Source: an optimization exercise on an open RTL-to-GDS flow (aim: small area, a short achievable clock period and few clock cycles per item). Production flows keep margins and buffers that such runs may drop. Only simulation tests tie the RTL to the original design; equivalence was not proved.

== alpha ==
## cph_aes
module cph_aes (
    input  wire         clk,
    input  wire         rst,          
    input  wire         in_valid,
    output wire         in_ready,
    input  wire [255:0] in_key,       
    input  wire [127:0] in_block,     
    output reg          out_valid,
    output wire [127:0] out_block     
);
    reg          s_busy;
    reg  [3:0]   s_round;             
    reg  [127:0] st;                  
    reg  [127:0] qa;                  
    reg  [127:0] qb;                  
    reg          p_busy;
    reg  [3:0]   p_round;             
    reg  [287:0] pm;                  
    reg  [127:0] ra, rb;              
    reg  [71:0] rm;                  
    reg          rdy, ld_n;
    reg  [127:0] res;                 
    wire load = !ld_n;
    assign in_ready  = rdy;
    assign out_block = res;
    genvar g;
    wire [287:0] pm_d;
    wire [71:0] rm_d;
    generate
        for (g = 0; g < 16; g = g + 1) begin : g_sbh
            aes_sbox_hi u_sb (.a(st[127 - 8*g -: 8]), .m(pm_d[287 - 18*g -: 18]));
        end
        for (g = 0; g < 4; g = g + 1) begin : g_ksbh
            aes_sbox_hi u_ksb (.a(qb[31 - 8*g -: 8]), .m(rm_d[71 - 18*g -: 18]));
        end
    endgenerate
    wire [127:0] sub;
    generate
        for (g = 0; g < 16; g = g + 1) begin : g_sbl
            aes_sbox_lo u_sb (.m(pm[287 - 18*g -: 18]), .y(sub[127 - 8*g -: 8]));
        end
  ...
For scale: roughly 5400 cells after synthesis, roughly 1100 flip-flops, about 520 I/O pins, about 56000 um2 of cells after synthesis.
==> flow/config.mk <==
export PLATFORM = sky130hd
export DESIGN_NAME = cph_aes
export DESIGN_NICKNAME = cph_aes
export VERILOG_FILES = /design/flow/design.v
export SDC_FILE = /design/flow/constraint.sdc
export NUM_CORES = 8
export LEC_CHECK = 0
export CAP_MARGIN = 20
export CORE_MARGIN = 2
export CORE_UTILIZATION = 55
export CTS_CLUSTER_DIAMETER = 100
export CTS_CLUSTER_SIZE = 20
export PLACE_DENSITY = 0.65
export SETUP_SLACK_MARGIN = 4.48
export SLEW_MARGIN = 20
export SYNTH_HIERARCHICAL = 1
export SYNTH_MINIMUM_KEEP_SIZE = 0
==> flow/constraint.sdc <==
create_clock -name core_clock -period 8.0 [get_ports {clk}]
set_input_delay 1.6000 -clock core_clock [delete_from_list [all_inputs] [get_ports {clk}]]
set_output_delay 1.6000 -clock core_clock [all_outputs]
set_load 0.01 [all_outputs]
standard.sh (not shown) runs the stock make flow with config.mk's settings and CLKGATE_MAP_FILE= SYNTH_SCRIPT=/design/flow/synth_recipe.tcl, a recipe that flattens the netlist after the stock synthesis.
==> flow/flow/run.sh <==
#!/bin/bash
# The standard layout, except that the port buffers are plain
# sky130_fd_sc_hd__buf_1 cells rather than the delay cells buffer_ports picks.
set -euo pipefail
bash standard.sh "BUFFER_PORTS_ARGS=-buffer_cell sky130_fd_sc_hd__buf_1" finish > standard_flow.log 2>&1
Testbench counts of alpha, summed over its fixed seeds: cycles 45,408, items 3,238.
## Diff of input files: beta against alpha
- SETUP_SLACK_MARGIN now 5.0, was 4.48
- PLACE_DENSITY now 0.6, was 0.65
- CORE_UTILIZATION now 45, was 55
## What came out
- Route | beta vs alpha | wire longer in beta
- Changes observed in beta relative to alpha: die boundary height +34 um, utilization of the core after routing shows a reduction of 5.2 points, post-route cell area +about 13%.
The following lists how gamma was set up differently from beta:
- PLACE_DENSITY: 0.6 -> 0.65
- SETUP_SLACK_MARGIN: 5.0 -> 4.9
- CORE_UTILIZATION: 45 -> 55
## What came out
Status | beta and gamma | clean. When gamma is set beside beta, its area occupied by multi-input gates turns out to be about 4% smaller. In the reports for beta and gamma, the larger tap cell count belongs to beta. beta vs gamma, timing endpoint of the critical path: qb[80]$_DFF_P_ vs st[78]$_DFF_P_. When the final numbers for beta and gamma were put side by side, the total stage count of the critical path turned out to be smaller in beta.
diff inputs: gamma => delta
- PLACE_DENSITY now 0.62, was 0.65
- SETUP_SLACK_MARGIN now 5.0, was 4.9
- CORE_UTILIZATION now 50, was 55
--- outcome ---
delta: done, clean on timing, DRC and antenna
delta vs gamma, critical path launch point: rm[51]$_DFF_P_ vs pm[207]$_DFF_P_
In delta, the number of DRC violations after detailed-routing iteration 0 came out about 3.6% above the value in gamma.
In the flow results for delta and gamma, the count of clock-buffer cells in the layout is smaller on gamma.
The number of buffers added for setup after CTS reported for delta is greater than that of gamma by 43.
delta ends up with a worst setup slack after layout that is 0.11 ns higher than in gamma.

## static timing again, ports no longer ideal
The results above use ideal ports. As a check the final layouts listed here were re-extracted and re-timed, cells and wires unchanged. Step 1 assumes that a clkbuf_16 drives the clock port and a buf_2 every other input. Step 2 also shifts input and output timing later by t, the mid clock arrival at the registers, as if the neighbouring blocks saw the same clock. a / b / c = no drivers / after step 1 / after step 2; a / b = the first two.
run	shift t [ns]	setup WS [ns]	hold slack, ns	worst register clock-pin slew, ns	worst data-port slew with drivers (ns)
alpha	0.738	4.439 / 4.439 / 4.439	0.316 / 0.316 / 0.316	0.09 / 0.09	0.14
beta	0.744	4.940 / 4.940 / 4.940	0.312 / 0.312 / 0.312	0.09 / 0.09	0.11
gamma	0.735	4.792 / 4.792 / 4.792	0.317 / 0.317 / 0.317	0.09 / 0.09	0.13
delta	0.746	4.904 / 4.904 / 4.904	0.319 / 0.319 / 0.319	0.09 / 0.09	0.12
After both steps every run listed still meets setup and hold.
